What follows belongs to an exercise in optimizing a design on an open flow for small area and a short achievable clock period; a production flow would make more cautious choices.
Function was checked by simulation only, so behaviour that the tests miss may differ from the original.
Power and IR drop assume default switching activity.

File: flow/design.v
module dc_int2f32 (
    input  wire [31:0] a,
    output reg  [31:0] f
);
    reg        s;
    reg [31:0] mag;
    reg [5:0]  lz;
    reg [31:0] norm;
    reg [24:0] r;
    reg [7:0]  e;
    integer    i;
    always @* begin
        s   = a[31];
        mag = s ? (~a + 32'd1) : a;
        lz  = 6'd32;
        for (i = 0; i < 32; i = i + 1)
            if (mag[i]) lz = 6'd31 - i[5:0];
        norm = mag << lz;
        r    = {1'b0, norm[31:8]} + {24'd0, norm[7] & ((|norm[6:0]) | norm[8])};
        e    = 8'd158 - {2'b00, lz};
        if (mag == 32'd0)
            f = 32'd0;
        else if (r[24])
            f = {s, e + 8'd1, 23'd0};
        else
            f = {s, e, r[22:0]};
    end
endmodule
module dc_enc_float #(
    parameter        EB       = 5,
    parameter        P        = 10,
    parameter        BIAS     = 15,
    parameter [7:0]  MAXE     = 8'd30,
    parameter [9:0]  MAXM     = 10'd1023,
    parameter [15:0] NAN_CODE = 16'h7E00,
    parameter        F8       = 0
) (
    input  wire [31:0]     v,
    input  wire            sat_mode,
    output reg  [EB+P:0]   code,
    output reg             sat,
    output reg             nan
);
    localparam EMIN = 1 - BIAS;
    localparam W    = 1 + EB + P;
    reg               s;
    reg  [7:0]        ex;
    reg  [23:0]       sig;
    reg  signed [10:0] ev;
    reg  signed [10:0] qe;       
    reg  [8:0]        sh;
    reg  [23:0]       kept;
    reg               rb, st;
    reg  [P+1:0]      r;
    reg  signed [11:0] efield;
    reg  [P-1:0]      m;
    reg               over;
    reg               is_nan, is_inf, is_zero;
    reg  [W-1:0]      maxc;
    reg  [W-1:0]      infc;
    integer           i;
    always @* begin
        s       = v[31];
        ex      = v[30:23];
        sig     = {ex != 8'd0, v[22:0]};
        is_nan  = (ex == 8'hFF) && (v[22:0] != 23'd0);
        is_inf  = (ex == 8'hFF) && (v[22:0] == 23'd0);
        is_zero = (ex == 8'd0) && (v[22:0] == 23'd0);
        ev = (ex == 8'd0) ? 11'sd1 - 11'sd127 : $signed({3'b000, ex}) - 11'sd127;
        qe = (ev < EMIN) ? EMIN : ev;
        sh = 23 - P + (qe - ev);
        if (sh > 9'd26) sh = 9'd26;
        kept = sig >> sh;
        rb   = (sh == 9'd0 || sh > 9'd24) ? 1'b0 : sig[sh - 9'd1];
        st   = 1'b0;
        for (i = 0; i < 24; i = i + 1)
            if (i + 1 < sh) st = st | sig[i];
        r = kept[P+1:0] + {{(P+1){1'b0}}, rb & (st | kept[0])};
        if (r[P+1]) begin
            efield = qe + 12'sd1 + BIAS;
            m      = {P{1'b0}};
        end else if (r[P]) begin
            efield = qe + BIAS;
            m      = r[P-1:0];
        end else begin
            efield = 12'sd0;
            m      = r[P-1:0];
        end
        over = (efield > $signed({4'd0, MAXE})) ||
               ((efield == $signed({4'd0, MAXE})) && ({{(10-P){1'b0}}, m} > MAXM));
        maxc = {1'b0, MAXE[EB-1:0], MAXM[P-1:0]};
        infc = {1'b0, {EB{1'b1}}, {P{1'b0}}};
        sat = 1'b0;
        nan = 1'b0;
        if (is_nan) begin
            code = NAN_CODE[W-1:0];
            nan  = 1'b1;
        end else if (is_zero) begin
            code = {s, {(W-1){1'b0}}};
        end else if (is_inf || over) begin
            if (sat_mode) begin
                code = maxc | {s, {(W-1){1'b0}}};
                sat  = 1'b1;
            end else begin
                sat = !is_inf;
                if (F8)
                    code = NAN_CODE[W-1:0];
                else
                    code = infc | {s, {(W-1){1'b0}}};
            end
        end else begin
            code = {s, efield[EB-1:0], m};
        end
    end
endmodule
module dc_enc_i8 (
    input  wire [31:0] v,
    output reg  [7:0]  code,
    output reg         sat,
    output reg         nan
);
    reg               s;
    reg  [7:0]        ex;
    reg  [23:0]       sig;
    reg  signed [10:0] ev;
    reg  [8:0]        sh;
    reg  [23:0]       kept;
    reg               rb, st;
    reg  [9:0]        r;
    reg               big;
    integer           i;
    always @* begin
        s   = v[31];
        ex  = v[30:23];
        sig = {ex != 8'd0, v[22:0]};
        ev  = (ex == 8'd0) ? -11'sd126 : $signed({3'b000, ex}) - 11'sd127;
        big = (ev >= 11'sd8);                
        sh  = big ? 9'd0 : (9'd23 - ev[8:0]);
        if (ev < -11'sd3) sh = 9'd26;
        kept = sig >> sh;
        rb   = (sh == 9'd0 || sh > 9'd24) ? 1'b0 : sig[sh - 9'd1];
        st   = 1'b0;
        for (i = 0; i < 24; i = i + 1)
            if (i + 1 < sh) st = st | sig[i];
        r = kept[9:0] + {9'd0, rb & (st | kept[0])};
        nan  = 1'b0;
        sat  = 1'b0;
        if (ex == 8'hFF && v[22:0] != 23'd0) begin
            code = 8'd0;
            nan  = 1'b1;
        end else if (big || (s ? (r > 10'd128) : (r > 10'd127))) begin
            code = s ? 8'h80 : 8'h7F;
            sat  = 1'b1;
        end else begin
            code = s ? (~r[7:0] + 8'd1) : r[7:0];
        end
    end
endmodule
module dc_enc_g4 (
    input  wire [31:0]  v,
    input  wire [127:0] cb,
    output reg  [3:0]   code,
    output reg  [3:0]   zcode,
    output reg          sat,
    output reg          nan
);
    reg               s;
    reg  [7:0]        ex;
    reg  [23:0]       sig;
    reg  signed [10:0] ev;
    reg  [8:0]        sh;
    reg  [23:0]       x24;
    reg  [9:0]        x;       
    reg               f;       
    reg               big;
    reg  signed [10:0] sm;
    reg               up, gt, eq, lo_end, hi_end;
    reg  signed [7:0] ent [0:15];
    integer           i, c;
    always @* begin
        for (c = 0; c < 16; c = c + 1)
            ent[c] = cb[8*c +: 8];
        s   = v[31];
        ex  = v[30:23];
        sig = {ex != 8'd0, v[22:0]};
        ev  = (ex == 8'd0) ? -11'sd126 : $signed({3'b000, ex}) - 11'sd127;
        big = (ev >= 11'sd8);                
        sh  = big ? 9'd0 : (9'd22 - ev[8:0]);
        if (ev < -11'sd3) sh = 9'd26;
        x24 = sig >> sh;
        x   = x24[9:0];
        f   = 1'b0;
        for (i = 0; i < 24; i = i + 1)
            if (i < sh) f = f | sig[i];
        zcode = 4'd0;
        for (c = 0; c < 16; c = c + 1)
            if (ent[c] == 8'sd0) zcode = c[3:0];
        code = 4'd0;
        for (c = 0; c < 15; c = c + 1) begin
            sm = ent[c] + ent[c+1];
            if (!s) begin
                gt = ($signed({1'b0, x}) > sm) || (($signed({1'b0, x}) == sm) && f);
                eq = ($signed({1'b0, x}) == sm) && !f;
            end else begin
                gt = $signed({1'b0, x}) < -sm;
                eq = ($signed({1'b0, x}) == -sm) && !f;
            end
            up = gt || (eq && (sm < 0));
            if (up) code = code + 4'd1;
        end
        sm = 2 * ent[0];
        if (!s) lo_end = ($signed({1'b0, x}) < sm);
        else    lo_end = ($signed({1'b0, x}) > -sm) || (($signed({1'b0, x}) == -sm) && f);
        sm = 2 * ent[15];
        if (!s) hi_end = ($signed({1'b0, x}) > sm) || (($signed({1'b0, x}) == sm) && f);
        else    hi_end = ($signed({1'b0, x}) < -sm);
        nan = 1'b0;
        sat = 1'b0;
        if (ex == 8'hFF && v[22:0] != 23'd0) begin
            code = zcode;
            nan  = 1'b1;
        end else if (big) begin
            code = s ? 4'd0 : 4'd15;
            sat  = 1'b1;
        end else begin
            sat = lo_end || hi_end;
        end
    end
endmodule
module drain_convert (
    input  wire         clk,
    input  wire         rst,
    input  wire         in_valid,
    input  wire [31:0]  in_acc,
    input  wire         in_acc_int,
    input  wire [3:0]   in_ofmt,
    input  wire         in_sat,
    input  wire         in_mask,
    input  wire [127:0] in_cb,
    output reg          out_valid,
    output reg  [31:0]  out_data,
    output reg          out_sat,
    output reg          out_nan
);
    localparam [3:0] T_G4 = 4'h0, T_I8 = 4'h1, T_F8E4 = 4'h2, T_F8E5 = 4'h3,
                     T_BF16 = 4'h4, T_FP16 = 4'h5, T_I32 = 4'h6, T_FP32 = 4'h7;
    reg         r_valid;
    reg [31:0]  r_acc;
    reg         r_acc_int;
    reg [3:0]   r_ofmt;
    reg         r_sat;
    reg         r_mask;
    reg [127:0] r_cb;
    always @(posedge clk) begin
        if (rst) r_valid <= 1'b0;
        else     r_valid <= in_valid;
        r_acc     <= in_acc;
        r_acc_int <= in_acc_int;
        r_ofmt    <= in_ofmt;
        r_sat     <= in_sat;
        r_mask    <= in_mask;
        r_cb      <= in_cb;
    end
    wire [31:0] acc_f;
    wire [31:0] v = r_acc_int ? acc_f : r_acc;
    dc_int2f32 u_i2f (.a(r_acc), .f(acc_f));
    wire [3:0]  g4_code, g4_zero;
    wire        g4_sat, g4_nan;
    wire [7:0]  i8_code;
    wire        i8_sat, i8_nan;
    wire [7:0]  e4_code;
    wire        e4_sat, e4_nan;
    wire [7:0]  e5_code;
    wire        e5_sat, e5_nan;
    wire [15:0] bf_code;
    wire        bf_sat, bf_nan;
    wire [15:0] hf_code;
    wire        hf_sat, hf_nan;
    dc_enc_g4 u_g4 (.v(v), .cb(r_cb), .code(g4_code), .zcode(g4_zero),
                    .sat(g4_sat), .nan(g4_nan));
    dc_enc_i8 u_i8 (.v(v), .code(i8_code), .sat(i8_sat), .nan(i8_nan));
    dc_enc_float #(.EB(4), .P(3), .BIAS(7), .MAXE(8'd15), .MAXM(10'd6),
                   .NAN_CODE(16'h007F), .F8(1))
        u_e4 (.v(v), .sat_mode(r_sat), .code(e4_code), .sat(e4_sat), .nan(e4_nan));
    dc_enc_float #(.EB(5), .P(2), .BIAS(15), .MAXE(8'd30), .MAXM(10'd3),
                   .NAN_CODE(16'h007E), .F8(0))
        u_e5 (.v(v), .sat_mode(r_sat), .code(e5_code), .sat(e5_sat), .nan(e5_nan));
    dc_enc_float #(.EB(8), .P(7), .BIAS(127), .MAXE(8'd254), .MAXM(10'd127),
                   .NAN_CODE(16'h7FC0), .F8(0))
        u_bf (.v(v), .sat_mode(r_sat), .code(bf_code), .sat(bf_sat), .nan(bf_nan));
    dc_enc_float #(.EB(5), .P(10), .BIAS(15), .MAXE(8'd30), .MAXM(10'd1023),
                   .NAN_CODE(16'h7E00), .F8(0))
        u_hf (.v(v), .sat_mode(r_sat), .code(hf_code), .sat(hf_sat), .nan(hf_nan));
    wire v_nan = (v[30:23] == 8'hFF) && (v[22:0] != 23'd0);
    reg [31:0] c_data;
    reg        c_sat;
    reg        c_nan;
    always @* begin
        c_data = 32'd0;
        c_sat  = 1'b0;
        c_nan  = 1'b0;
        if (r_mask) begin
            if (r_ofmt == T_G4) c_data = {28'd0, g4_zero};
        end else begin
            case (r_ofmt)
                T_G4:   begin c_data = {28'd0, g4_code}; c_sat = g4_sat; c_nan = g4_nan; end
                T_I8:   begin c_data = {24'd0, i8_code}; c_sat = i8_sat; c_nan = i8_nan; end
                T_F8E4: begin c_data = {24'd0, e4_code}; c_sat = e4_sat; c_nan = e4_nan; end
                T_F8E5: begin c_data = {24'd0, e5_code}; c_sat = e5_sat; c_nan = e5_nan; end
                T_BF16: begin c_data = {16'd0, bf_code}; c_sat = bf_sat; c_nan = bf_nan; end
                T_FP16: begin c_data = {16'd0, hf_code}; c_sat = hf_sat; c_nan = hf_nan; end
                T_I32:  begin c_data = r_acc; end
                T_FP32: begin
                    c_data = v_nan ? 32'h7FC0_0000 : v;
                    c_nan  = v_nan;
                end
                default: ;
            endcase
        end
    end
    always @(posedge clk) begin
        if (rst) out_valid <= 1'b0;
        else     out_valid <= r_valid;
        out_data <= c_data;
        out_sat  <= c_sat;
        out_nan  <= c_nan;
    end
endmodule
File: flow/constraint.sdc
create_clock -name core_clock -period 20.0 [get_ports {clk}]
set_input_delay 4.0000 -clock core_clock [delete_from_list [all_inputs] [get_ports {clk}]]
set_output_delay 4.0000 -clock core_clock [all_outputs]
set_load 0.01 [all_outputs]
File: flow/config.mk
export PLATFORM = sky130hd
export DESIGN_NAME = drain_convert
export DESIGN_NICKNAME = drain_convert
export VERILOG_FILES = /design/flow/design.v
export SDC_FILE = /design/flow/constraint.sdc
export NUM_CORES = 4
export LEC_CHECK = 0
export CAP_MARGIN = 20
export CORE_MARGIN = 2
export CORE_UTILIZATION = 25
export PLACE_DENSITY = 0.45
export SLEW_MARGIN = 20
File: flow/run.sh
#!/bin/bash
# synth_recipe.tcl (not shown) runs the flow's synth.tcl, then flattens the netlist and writes it again
# the make line also repeats each setting of config.mk as NAME=value (left out here)
make -C /OpenROAD-flow-scripts/flow DESIGN_CONFIG=/design/flow/config.mk WORK_HOME=/design/flow/orfs CLKGATE_MAP_FILE= SYNTH_SCRIPT=/design/flow/synth_recipe.tcl finish
==> reports/qor.log <==
INFO  grt            grt_pass1_wl=303mm
INFO  synth          yosys_register_bits=203
INFO  route          postRouteAntennaNets=0
INFO  pwr            power.total=4.62mW
INFO  setup_path     worst-path-buf-inv=8
INFO  grt            first_global_vias=44.6k
INFO  pwr            power.leakage=19.3nW
INFO  sta            timing_worst_slew_pin_value=1.27ns
INFO  route          dr_vias=46.9k
INFO  clocking       cts-root-to-sink-buffers=3
INFO  clocking       cts_htree_levels=1
INFO  placement      detailedPlace.worstSlack=0.326ns
INFO  setup_path     crit_fanout=25
INFO  setup_path     slowest_delay=0.63ns
INFO  sta            final.setup_skew=0.0610ns
INFO  floorplan      fp.dieW=412um
INFO  hold_path      timing.hold.worst.class=reg2reg
INFO  sta            max_slew_margin=0.153
INFO  synth          synth_top_family_by_area=compound AO/OA/AOI/OAI gates
INFO  final_layout   finalNetCount=6,669
INFO  synth          synth_enable_flop_cells=0
INFO  clocking       numCtsBuffers=27
INFO  final_layout   mostFrequentLayoutCells=555 x sky130_fd_sc_hd__ha_1, 502 x sky130_fd_sc_hd__nand2_1, 487 x sky130_fd_sc_hd__nor2_1
INFO  setup_path     worst_path_dominant_cell_family=compound AO/OA/AOI/OAI gates
INFO  synth          synth_compound_area_frac=0.291
INFO  synth          synth_fa_ha_area_frac=0.176
INFO  synth          synth-async-reset-ratio=0
INFO  floorplan      io_pins=205
INFO  synth          synth.yosys.seq_area_share=0.0979
INFO  pwr            power.ir.vdd_worst=0.0890mV
INFO  synth          simple_gate_fraction_of_synth_area=0.240
INFO  synth          synth_flop_cell=sky130_fd_sc_hd__dfxtp_1
INFO  clocking       post_cts_clock_slew_at_the_launch_and_capture_registers_of_the_worst_setup_and_hold_paths=0.06ns
INFO  sta            timing.final.crit_period=18.88ns
INFO  placement      gp_congestion=1.02
INFO  run            max_cap_viol_count=0
INFO  setup_path     path_class=reg2reg
INFO  floorplan      floorplan.die.height=412um
INFO  floorplan      dieArea=0.169mm2
INFO  placement      dpl_cell_area=0.0470mm2
INFO  floorplan      core-area=0.165mm2
INFO  clocking       worst_skew_pair.late_latency=0.64ns
INFO  route          drt_first_pass_iters=23
INFO  setup_path     crit_path_top_delay_cell=sky130_fd_sc_hd__or4_4
INFO  setup_path     worstSetupEndpointType=flop
INFO  synth          avgSynthCellArea=7.22um2
INFO  synth          netlist_cell_types=135
INFO  synth          yosys_warnings=9
INFO  clocking       cts_root_buffer=sky130_fd_sc_hd__clkbuf_16
INFO  floorplan      num_rows=149
INFO  sta            final_critical_path_setup_slack=1.12ns
INFO  grt            grt_max_degree=78
INFO  synth          synthesis.instances=5,751
INFO  final_layout   fin_area=0.0483mm2
INFO  sta            timing.final.max_slew_violations=0
INFO  placement      dp.final_hpwl=161mm
INFO  sta            timing.fmax=53.0MHz
INFO  pwr            power_per_cell_area=95.7mW/mm2
INFO  synth          synth_xor_xnor_area_share=0.0856
INFO  floorplan      start_util=0.252
INFO  synth          synth.mux.area_fraction=0.0541
INFO  grt            antenna_violations_before_repair=16
INFO  setup_path     data_required_time_of_the_critical_path=20.43ns
INFO  sta            final_setup_violation_count=0
INFO  outcome        outcome=no timing/DRC/antenna violations
INFO  setup_path     timing.critical_path.arrival=19.31ns
INFO  grt            global_route.usage.total=0.235
INFO  placement      number_of_input_and_output_port_buffers_inserted=204
INFO  final_layout   layout_commonest_cell=sky130_fd_sc_hd__ha_1
INFO  setup_path     cpMostUsedCell=sky130_fd_sc_hd__ha_1
INFO  route          detail_route.drc_violations=0
INFO  synth          mappedNetlistArea=0.0415mm2
INFO  clocking       clkSinkCount=203
INFO  final_layout   areaGrowthSynthToFinish=16.4%
INFO  sta            min_period_over_period=0.944
INFO  setup_path     reg2reg_slack=1.12ns
INFO  route          vias_per_cell=5.77
INFO  route          detail_route.wirelength=208mm
INFO  final_layout   total_of_fill_cells_in_the_finished_design=18.1k
INFO  final_layout   drive_gt1_frac=0.0928
INFO  route          avgRoutedWirePerCell=25.6um
INFO  setup_path     critical_path_launch_point_type=flop
INFO  route          drt_iter0_drc=5,522
INFO  sta            timing.final.hold_violations=0
INFO  clocking       cts_tree=done
INFO  grt            globalRoute.totalOverflow=0
-- metrics by stage --
stage,util,setup TNS [ns],hold WS (ns),instances
final,0.293,0,0.468,8133
after global routing,0.293,-0.00694,0.483,8127
after CTS,0.290,0,0.474,8113
after detailed placement,0.285,0,0.441,8071
after global placement,0.285,0,0.430,8071
after floorplan,-,0,0.414,5754
-- layout make-up --
type                       instances  area (um2)  share of cell area
timing repair buffer             445        3880              0.0803
clock inverter                    12         185             0.00383
inverter                         279        1050              0.0217
sequential                       203        4070              0.0842
multi-input combinational       4969       35700               0.738
clock buffer                      30         707              0.0146
tap                             2189        2740              0.0566
antenna                            6        15.0            0.000311
-- logic make-up after synthesis --
kind of cell / count (synthesis)
and+or+nand+nor: 1987
AOI/OAI and AO/OA: 1821
buffers and inverters: 582
adders and majority gates: 574
xor gates and xnor gates: 387
DFF: 203
muxes: 195
other: 2
-- power by group --
part	internal [mW]	switching, mW	leakage [nW]
Sequential	0.425	0.0428	1.70
Combinational	1.44	2.21	17.2
Clock	0.302	0.199	0.434
-- sequential cells by signal, summed over array words and instances, names as in the netlist --
register,cells
out_data,32
out_nan,1
out_sat,1
out_valid,1
r_acc,32
r_acc_int,1
r_cb,128
r_mask,1
r_ofmt,4
r_sat,1
r_valid,1
-- per-layer routing --
| metal | track usage | part of all wire | vias up |
|---|---|---|---|
| li1 | - | - | 21813 |
| met1 | 0.317 | 0.43 | 22439 |
| met2 | 0.371 | 0.43 | 2205 |
| met3 | 0.0449 | 0.089 | 472 |
| met4 | 0.0850 | 0.044 | 8 |
| met5 | 0 | 0.00024 | - |
-- repair_timing --
| action | in CTS | in global routing |
|---|---|---|
| gates resized for setup | 0 | 70 |
| endpoints found under the setup margin | 0 | 6 |
| setup buffers | 0 | 14 |
| hold buffers | 0 | 0 |
-- synthesized netlist by cell type, drive strengths merged (25+ instances only) --
| cell | count | area [um2] |
|---|---|---|
| xnor2 | 296 | 2650 |
| nand3 | 183 | 931 |
| a21o | 99 | 744 |
| or4 | 26 | 203 |
| nor2b | 91 | 569 |
| and2 | 34 | 213 |
| nor2 | 501 | 1920 |
| or2 | 30 | 188 |
| o31ai | 64 | 514 |
| a31oi | 85 | 547 |
| nor3b | 25 | 188 |
| o22ai | 72 | 450 |
| a2111oi | 27 | 299 |
| nand2 | 507 | 1910 |
| o21ai | 382 | 1930 |
| or3 | 41 | 262 |
| o21a | 28 | 210 |
| xor2 | 86 | 787 |
| nor3 | 186 | 1010 |
| o221ai | 27 | 236 |
| clkbuf | 226 | 850 |
| mux2i | 150 | 1510 |
| a22oi | 40 | 319 |
| a21oi | 497 | 2520 |
| nand4 | 96 | 613 |
| ha | 557 | 6970 |
| nor4 | 87 | 633 |
| nand2b | 89 | 557 |
| inv | 277 | 1040 |
| dfxtp | 203 | 4060 |
| a221oi | 42 | 368 |
| and3 | 33 | 206 |
| buf | 77 | 410 |
| a211oi | 76 | 591 |
| o211ai | 70 | 549 |
| o21bai | 56 | 420 |
-- worst paths after layout --
path | start | to | depth (start not counted)
worst max-delay path | r_acc[7] | out_data[2] | 87
worst min-delay path | r_valid | out_valid | 1
worst max register to register | r_acc[7] | out_data[2] | 87
worst min register to register | r_valid | out_valid | 1

[static timing again, ports no longer ideal]
No port has a modelled driver above. Below, the same layout with a new extraction and two added sets of constraints.
Step 1: set_driving_cell puts a clkbuf_16 on clk and a buf_2 on each other input, an assumption about the parent block.
Step 2 moves the port delays by t, midway between the first and last clock arrival at a register: inputs arrive t later, outputs are due t later. That takes back most of the time a late clock gives input paths.
a / b / c = no drivers / after step 1 / after step 2; a / b = the first two.
t (ns): 0.681
setup WS [ns]: 1.117 / 1.117 / 1.117
worst setup path at the end: register to register
After both steps setup and hold are still met in this run. For this run, drivers alone change the setup slack by 0.000 ns; drivers and shift together by 0.000 ns.
